What follows belongs to an exercise in optimizing a design on an open flow for small area, a short achievable clock period and few clock cycles; a production flow would make more cautious choices.
The RTL was checked by simulation tests, not by an equivalence proof against the original design.
Power is estimated from default activity; no workload was simulated.

==> design.v <==
module rs_dec (
    input  wire       clk,
    input  wire       rst,           
    input  wire       in_valid,
    output wire       in_ready,
    input  wire [9:0] in_sym,
    output reg        err_valid,
    output reg  [9:0] err_pos,       
    output reg  [9:0] err_val,       
    output reg        done_valid,
    output reg        done_uncorr,
    output reg  [4:0] done_nerr
);
    localparam N_SYM = 544;
    localparam T2    = 30;
    localparam T     = 15;
    function [9:0] gf_mul(input [9:0] a, input [9:0] b);
        integer k;
        reg [9:0] p, s;
        begin
            p = 10'd0;
            s = a;
            for (k = 0; k < 10; k = k + 1) begin
                if (b[k]) p = p ^ s;
                s = {s[8:0], 1'b0} ^ (s[9] ? 10'h009 : 10'h000);
            end
            gf_mul = p;
        end
    endfunction
    function [9:0] alpha_pow(input integer e);
        integer k;
        reg [9:0] v;
        begin
            v = 10'd1;
            for (k = 0; k < e; k = k + 1)
                v = {v[8:0], 1'b0} ^ (v[9] ? 10'h009 : 10'h000);
            alpha_pow = v;
        end
    endfunction
    function [9:0] gf_sq(input [9:0] a);
        integer k;
        reg [9:0] p, s;
        begin
            p = 10'd0;
            s = 10'd1;               
            for (k = 0; k < 10; k = k + 1) begin
                if (a[k]) p = p ^ s;
                s = {s[8:0], 1'b0} ^ (s[9] ? 10'h009 : 10'h000);
                s = {s[8:0], 1'b0} ^ (s[9] ? 10'h009 : 10'h000);
            end
            gf_sq = p;
        end
    endfunction
    function [9:0] gf_inv(input [9:0] a);
        reg [9:0] a2, a4, a8, a16, a32, a64, a128, a256, a512;
        begin
            a2   = gf_sq(a);
            a4   = gf_sq(a2);
            a8   = gf_sq(a4);
            a16  = gf_sq(a8);
            a32  = gf_sq(a16);
            a64  = gf_sq(a32);
            a128 = gf_sq(a64);
            a256 = gf_sq(a128);
            a512 = gf_sq(a256);
            gf_inv = gf_mul(gf_mul(gf_mul(a2, a4), gf_mul(a8, a16)),
                            gf_mul(gf_mul(a32, a64), gf_mul(gf_mul(a128, a256), a512)));
        end
    endfunction
    localparam ST_IN    = 3'd0;
    localparam ST_BM    = 3'd1;
    localparam ST_OMEGA = 3'd2;
    localparam ST_CHIEN = 3'd3;
    localparam ST_FLUSH = 3'd4;
    reg [2:0] state;
    reg [9:0] cnt;           
    reg [4:0] iter;          
    reg       phase;         
    assign in_ready = (state == ST_IN);
    wire take = in_valid && in_ready;
    reg  [9:0] sq [0:T2-1];
    reg  [9:0] sw [0:T];             
    reg  [9:0] lam [0:T];            
    reg  [9:0] bpoly [0:T];          
    reg  [9:0] gamma;
    reg  [4:0] lreg;                 
    reg        ovf;                  
    reg  [9:0] delta;
    reg  [9:0] omg [0:T-1];          
    reg [9:0] dsum;
    integer i;
    always @(*) begin
        dsum = 10'd0;
        for (i = 0; i <= T; i = i + 1)
            dsum = dsum ^ gf_mul(lam[i], sw[i]);
    end
    wire [9:0] syn_next [0:T2-1];
    genvar g;
    generate
        for (g = 0; g < T2; g = g + 1) begin : g_syn
            localparam [9:0] AJ = alpha_pow(g);
            assign syn_next[g] = gf_mul(sq[g], AJ) ^ in_sym;
        end
    endgenerate
    reg  [9:0] lt [0:T];
    reg  [9:0] ot [0:T-1];
    wire [9:0] lt_next [0:T];
    wire [9:0] ot_next [0:T-1];
    generate
        for (g = 0; g <= T; g = g + 1) begin : g_lt
            localparam [9:0] AI = alpha_pow((1023 - g) % 1023);
            assign lt_next[g] = gf_mul(lt[g], AI);
            if (g < T) begin : g_ot
                assign ot_next[g] = gf_mul(ot[g], AI);
            end
        end
    endgenerate
    reg [9:0] lam_sum, odd_sum, omg_sum;
    always @(*) begin
        lam_sum = 10'd0;
        odd_sum = 10'd0;
        omg_sum = 10'd0;
        for (i = 0; i <= T; i = i + 1) begin
            lam_sum = lam_sum ^ lt[i];
            if (i % 2 == 1) odd_sum = odd_sum ^ lt[i];
        end
        for (i = 0; i < T; i = i + 1)
            omg_sum = omg_sum ^ ot[i];
    end
    reg        f_valid;
    reg [9:0]  f_pos, f_omg, f_odd;
    reg [4:0]  nroots;
    reg [1:0]  flush;
    always @(posedge clk) begin
        if (rst) begin
            state <= ST_IN;
            cnt   <= 10'd0;
            iter  <= 5'd0;
            phase <= 1'b0;
            for (i = 0; i < T2; i = i + 1) sq[i] <= 10'd0;
            f_valid     <= 1'b0;
            err_valid   <= 1'b0;
            done_valid  <= 1'b0;
            done_uncorr <= 1'b0;
            done_nerr   <= 5'd0;
            nroots      <= 5'd0;
            flush       <= 2'd0;
        end else begin
            err_valid  <= 1'b0;
            done_valid <= 1'b0;
            f_valid    <= 1'b0;
            if (f_valid) begin
                err_valid <= 1'b1;
                err_pos   <= f_pos;
                err_val   <= gf_mul(f_omg, gf_inv(f_odd));
            end
            case (state)
                ST_IN: begin
                    if (take) begin
                        for (i = 0; i < T2; i = i + 1) sq[i] <= syn_next[i];
                        if (cnt == N_SYM - 1) begin
                            cnt   <= 10'd0;
                            state <= ST_BM;
                            iter  <= 5'd0;
                            phase <= 1'b0;
                            for (i = 0; i <= T; i = i + 1) begin
                                lam[i]   <= (i == 0) ? 10'd1 : 10'd0;
                                bpoly[i] <= (i == 0) ? 10'd1 : 10'd0;
                            end
                            gamma <= 10'd1;
                            lreg  <= 5'd0;
                            ovf   <= 1'b0;
                            sw[0] <= syn_next[0];
                            for (i = 1; i <= T; i = i + 1) sw[i] <= 10'd0;
                        end else begin
                            cnt <= cnt + 10'd1;
                        end
                    end
                end
                ST_BM: begin
                    if (!phase) begin
                        delta <= dsum;
                        phase <= 1'b1;
                    end else begin
                        phase <= 1'b0;
                        lam[0] <= gf_mul(gamma, lam[0]);
                        for (i = 1; i <= T; i = i + 1)
                            lam[i] <= gf_mul(gamma, lam[i]) ^ gf_mul(delta, bpoly[i-1]);
                        if (delta != 10'd0 && {lreg, 1'b0} <= {1'b0, iter}) begin
                            for (i = 0; i <= T; i = i + 1) bpoly[i] <= lam[i];
                            lreg  <= iter + 5'd1 - lreg;
                            gamma <= delta;
                            if (iter + 5'd1 - lreg > T) ovf <= 1'b1;
                        end else begin
                            bpoly[0] <= 10'd0;
                            for (i = 1; i <= T; i = i + 1) bpoly[i] <= bpoly[i-1];
                        end
                        for (i = 0; i < T2 - 1; i = i + 1) sq[i] <= sq[i+1];
                        sq[T2-1] <= sq[0];
                        if (iter == T2 - 1) begin
                            state <= ST_OMEGA;
                            iter  <= 5'd0;
                            sw[0] <= sq[1];
                            for (i = 1; i <= T; i = i + 1) sw[i] <= 10'd0;
                        end else begin
                            iter  <= iter + 5'd1;
                            sw[0] <= sq[1];
                            for (i = 1; i <= T; i = i + 1) sw[i] <= sw[i-1];
                        end
                    end
                end
                ST_OMEGA: begin
                    for (i = 0; i < T - 1; i = i + 1) omg[i] <= omg[i+1];
                    omg[T-1] <= dsum;
                    for (i = 0; i < T2 - 1; i = i + 1) sq[i] <= sq[i+1];
                    sq[T2-1] <= sq[0];
                    sw[0] <= sq[1];
                    for (i = 1; i <= T; i = i + 1) sw[i] <= sw[i-1];
                    if (iter == T - 1) begin
                        state  <= ST_CHIEN;
                        cnt    <= 10'd0;
                        nroots <= 5'd0;
                        for (i = 0; i <= T; i = i + 1) lt[i] <= lam[i];
                        for (i = 0; i < T - 1; i = i + 1) ot[i] <= omg[i+1];
                        ot[T-1] <= dsum;
                    end else begin
                        iter <= iter + 5'd1;
                    end
                end
                ST_CHIEN: begin
                    for (i = 0; i <= T; i = i + 1) lt[i] <= lt_next[i];
                    for (i = 0; i < T; i = i + 1)  ot[i] <= ot_next[i];
                    if (lam_sum == 10'd0) begin
                        f_valid <= 1'b1;
                        f_pos   <= (N_SYM - 1) - cnt;
                        f_omg   <= omg_sum;
                        f_odd   <= odd_sum;
                        nroots  <= nroots + 5'd1;
                    end
                    if (cnt == N_SYM - 1) begin
                        state <= ST_FLUSH;
                        flush <= 2'd0;
                    end else begin
                        cnt <= cnt + 10'd1;
                    end
                end
                default: begin    
                    flush <= flush + 2'd1;
                    if (flush == 2'd1) begin
                        done_valid  <= 1'b1;
                        done_uncorr <= ovf || (nroots != lreg);
                        done_nerr   <= nroots;
                        state <= ST_IN;
                        cnt   <= 10'd0;
                        for (i = 0; i < T2; i = i + 1) sq[i] <= 10'd0;
                    end
                end
            endcase
        end
    end
endmodule
==> run.sh <==
#!/bin/bash
# synth_recipe.tcl (not shown) runs the flow's synth.tcl, then flattens the netlist and writes it again
# the make line also repeats each setting of config.mk as NAME=value (left out here)
make -C /OpenROAD-flow-scripts/flow DESIGN_CONFIG=/design/flow/config.mk WORK_HOME=/design/flow/orfs CLKGATE_MAP_FILE= SYNTH_SCRIPT=/design/flow/synth_recipe.tcl finish
==> config.mk <==
export PLATFORM = sky130hd
export DESIGN_NAME = rs_dec
export DESIGN_NICKNAME = rs_dec
export VERILOG_FILES = /design/flow/design.v
export SDC_FILE = /design/flow/constraint.sdc
export NUM_CORES = 8
export LEC_CHECK = 0
export CAP_MARGIN = 20
export CORE_MARGIN = 2
export CORE_UTILIZATION = 40
export SLEW_MARGIN = 20
==> constraint.sdc <==
create_clock -name core_clock -period 12.0 [get_ports {clk}]
set_input_delay 2.4000 -clock core_clock [delete_from_list [all_inputs] [get_ports {clk}]]
set_output_delay 2.4000 -clock core_clock [all_outputs]
set_load 0.01 [all_outputs]
==> metrics.yaml <==
critical_path:
  r2r_slack_ns: 0.73
  crit_type: "flip-flop to flip-flop"
  r2r_start: "f_odd[0]"
  worst_setup_path_start_kind: "flip-flop"
  crit_fanout: 15
  r2r.worst_path.cells: 34
  arrival_ns: 11.86
  reg2reg_to: "err_val[7]"
  cp_slowest_cell: "xnor3_1"
  worstSetupEndpointType: "flip-flop"
  critPathMaxStageDelay_ns: 0.80
  cp.required_ns: 12.60
pwr:
  ir_worst_vdd_uv: 346
  clkPwrFrac_pct: 14.5
  p_int_mw: 19.3
  cellLeakagePower_nw: 55.0
  switchingPower_mw: 17.7
  p_comb_share_pct: 66.0
  powerDensity_mw_per_mm2: 240
  netSwitchingFraction_pct: 47.8
  seqPwrFrac_pct: 19.4
timing:
  max_freq_ghz: 0.0888
  hold_viol: 0
  rsz0062_at_grt: "no"
  relSlewSlack_pct: 2.28
  fin_ws_ns: 0.734
  tightest_slew_ns: 1.47
  skew_ns: 0.112
  final.period_utilization_pct: 93.9
  period_needed_ns: 11.27
  drv_slew: 0
  setup_viol_count_final: 0
clock_network:
  cts_root_buffer: "clkbuf_16"
  clk_latency_ns: 0.94
  cts_num_sinks: 1331
  numCtsBuffers: 174
  cts_tree: "built"
  clk_pin_slew_ns: 0.06
  cts.path.max_buffers: 4
  htreeDepth: 4
  cts_hold_buffers: 0
detailed_routing:
  drt_iter0_markers: 19933
  ant_nets: 0
  drc: 0
  wl_per_cell_um: 29.8
  first_pass_iters: 19
  vias: 133706
  vias_per_cell: 5.89
  wl_mm: 676
synthesis:
  yosysSeqAreaShare_pct: 25.7
  netlist_instances: 18603
  synth_edf_count: 996
  async_reset_ff_share_pct: 0
  ys.flop_type: "edfxtp_1"
  synth_area_mm2: 0.143
  synth_cell_types: 82
  yosysWarnings: 8
  synth_seq_cells: 1331
  synth_nets: 18650
  synth_area_per_cell_um2: 7.67
flow_run:
  cap_viol_max_count: 0
floorplan:
  fp.dieH_um: 601
  initial_utilization_pct: 40.1
  ios: 42
  dieArea_mm2: 0.362
  die_w_um: 601
  core_area_mm2: 0.356
  row_count: 219
run_status:
  outcome: "finished clean"
grt:
  use_met2_pct: 51.6
  grt_pass1_wl_mm: 943
  grtUsageTotal_pct: 35.9
  grt.overflow.total: 0
  use_met3_pct: 12.6
  busiest_layer: "met2"
  antenna_found_initial: 76
  first_global_vias: 122534
  grt_max_degree: 204
  grt_use_met1_pct: 45.4
layout:
  syn_to_final_growth_pct: 7.92
  final_cells: 22698
  fin_util_pct: 43.3
  layout-drive-gt1-share_pct: 6.23
  fin_nets: 17813
  fillers: 35898
place:
  dpl.cell_count: 22339
  numPortBuffers: 41
  pre_cts_ws_ns: 0.513
  dpl.hpwl_mm: 424
  gp_congestion: 1.10
min_path:
  hp-class: "flip-flop to flip-flop"
  min_to: "err_pos[9]"
  hp-start: "f_pos[9]"
  hold_path_depth: 0
[sequential cells by signal, summed over array words and instances, names as in the netlist, 5 cells and up]
name,cells
bpoly,150
cnt,10
delta,10
done_nerr,5
err_pos,10
err_val,10
f_odd,10
f_omg,10
f_pos,10
gamma,10
iter,5
lam,160
lreg,5
lt,160
nroots,5
omg,140
ot,150
sq,300
sw,160
[how the worst max path moves through the flow]
| stage | endpoint | from | cells past startpoint | slack, ns |
|---|---|---|---|---|
| 4_1_cts | err_val[7] | f_odd[0] | 33 | 0.48 |
| 3_5_place_dp | err_val[7] | f_odd[0] | 33 | 0.51 |
| 5_1_grt | err_val[6] | f_odd[0] | 34 | 0.02 |
| 6_report | err_val[7] | f_odd[0] | 34 | 0.73 |
| 2_1_floorplan | ovf | in_valid | 3 | -0.28 |
| 3_3_place_gp | err_val[7] | f_odd[0] | 34 | 0.21 |
[Yosys cell counts (142+ instances only)]
cell type     n  area share [%]
nand2_1    5620              15
xor2_1     1543             9.5
and2_1      162            0.71
xnor2_1    4870              30
buf_1       279            0.73
clkbuf_1   1295             3.4
a21oi_1     351             1.2
a22oi_1     142            0.75
o21ai_0     458             1.6
nor3_1      351             1.2
a221oi_1    300             1.8
edfxtp_1    996              21
nor2_1      838             2.2
dfxtp_1     335             4.7
[placed cells by master, fill, tap and decap left out, drive strengths merged, types with 31 or more instances in the layout]
| master | synthesis | routed |
|---|---|---|
| and3 | 33 | 33 |
| o22ai | 36 | 36 |
| xor2 | 1546 | 1546 |
| diode | 0 | 45 |
| o21ai | 464 | 464 |
| nand2b | 89 | 89 |
| clkbuf | 1295 | 219 |
| mux2i | 71 | 71 |
| a22oi | 142 | 142 |
| clkinv | 8 | 65 |
| a211oi | 36 | 36 |
| ha | 31 | 31 |
| and2 | 162 | 162 |
| dfxtp | 335 | 335 |
| nor2b | 49 | 49 |
| inv | 84 | 100 |
| nand2 | 5620 | 5620 |
| nor3 | 351 | 351 |
| xnor3 | 69 | 69 |
| a21oi | 351 | 351 |
| nor2 | 840 | 840 |
| buf | 350 | 602 |
| o211ai | 37 | 37 |
| nand3 | 68 | 68 |
| a221oi | 301 | 301 |
| xnor2 | 4885 | 4885 |
| mux2 | 111 | 111 |
| edfxtp | 996 | 996 |
[what timing repair did]
action | in CTS | in global routing
hold endpoints to repair | 0 | 0
endpoints found under the setup margin | 0 | 6
resized for setup | 0 | 5
buffers inserted | 0 | 0
[layer usage]
layer / vias up / part of all wire (%) / wire length [um]
met5: - / 0.11 / 761
met1: 63742 / 38 / 256000
met4: 60 / 7.9 / 53700
li1: 57201 / - / -
met2: 9768 / 40 / 274000
met3: 2935 / 14 / 91800
[layout make-up]
type | instances | area (um^2) | area share (%)
antenna | 45 | 113 | 0.0731
clock buffer | 219 | 4740 | 3.07
clock inverter | 93 | 912 | 0.592
inverter | 92 | 353 | 0.229
multi-input combinational | 15535 | 100000 | 65.1
sequential | 1331 | 36600 | 23.8
tap | 4751 | 5940 | 3.86
timing repair buffer | 632 | 5040 | 3.27
[critical path, delay by kind of cell (launching register included)]
family / cells / cell delay (ns)
AO/OA/AOI/OAI: 6 / 1.78
XOR/XNOR: 15 / 5.26
adder cells (fa/ha/maj): 4 / 1.99
buffers and inverters: 4 / 0.73
flip-flops: 1 / 0.52
AND/OR/NAND/NOR: 5 / 0.71
[cell families after synthesis]
logic type / Yosys count / synth area share [%]
XOR/XNOR: 6509 / 40.8
multiplexers: 183 / 1.39
buffers and inverters: 1737 / 4.65
adder cells (fa/ha/maj): 39 / 0.349
AND/OR/NAND/NOR: 7294 / 20.3
AO/OA/AOI/OAI: 1510 / 6.82
flip-flops: 1331 / 25.7
[power by group through the flow]
| stage | clock network [mW] | logic [mW] | registers [mW] |
|---|---|---|---|
| 2_1_floorplan | 0 | 17.8 | 6.67 |
| 3_3_place_gp | 0 | 23.3 | 7.22 |
| 3_5_place_dp | 0 | 23.5 | 7.22 |
| 4_1_cts | 5.46 | 23.6 | 7.13 |
| 5_1_grt | 5.62 | 25.6 | 7.23 |
| 6_report | 5.38 | 24.5 | 7.19 |
[metrics by stage]
step                hold slack [ns]  instance area [um^2]  TNS (ns)  power [mW]
global placement              0.402                148000         0        30.5
global route                  0.412                154000         0        38.4
detailed placement            0.405                148000         0        30.7
CTS                           0.415                154000         0        36.2
finish                        0.396                154000         0        37.0
floorplan                     0.400                143000    -40.06        24.5
Testbench counts, summed over its fixed seeds: cycles 223,696.

-- afterwards: timing with drivers on the ports --
The flow's constraints put no driver on any port. The routed layout listed below was extracted and timed again, unchanged, in two steps.
Step 1 sets driving cells, clkbuf_16 on the clock port and buf_2 on the other inputs (assumed; they add their load-dependent delay and slew).
Step 2 times the ports against the registers' clock, not the clock port: input delays grow and output delays shrink by t, the midpoint of the rising clock arrivals with the driver on.
Three values: ideal, step 1, step 2; two values: the first two.
t (ns): 1.002
setup WS [ns]: 0.734 / 0.734 / 0.734
worst slew at a driven data input, ns: 0.21
After both steps this run still meets setup and hold. The setup slack of this run moves by 0.000 ns with the drivers and by 0.000 ns with both steps.
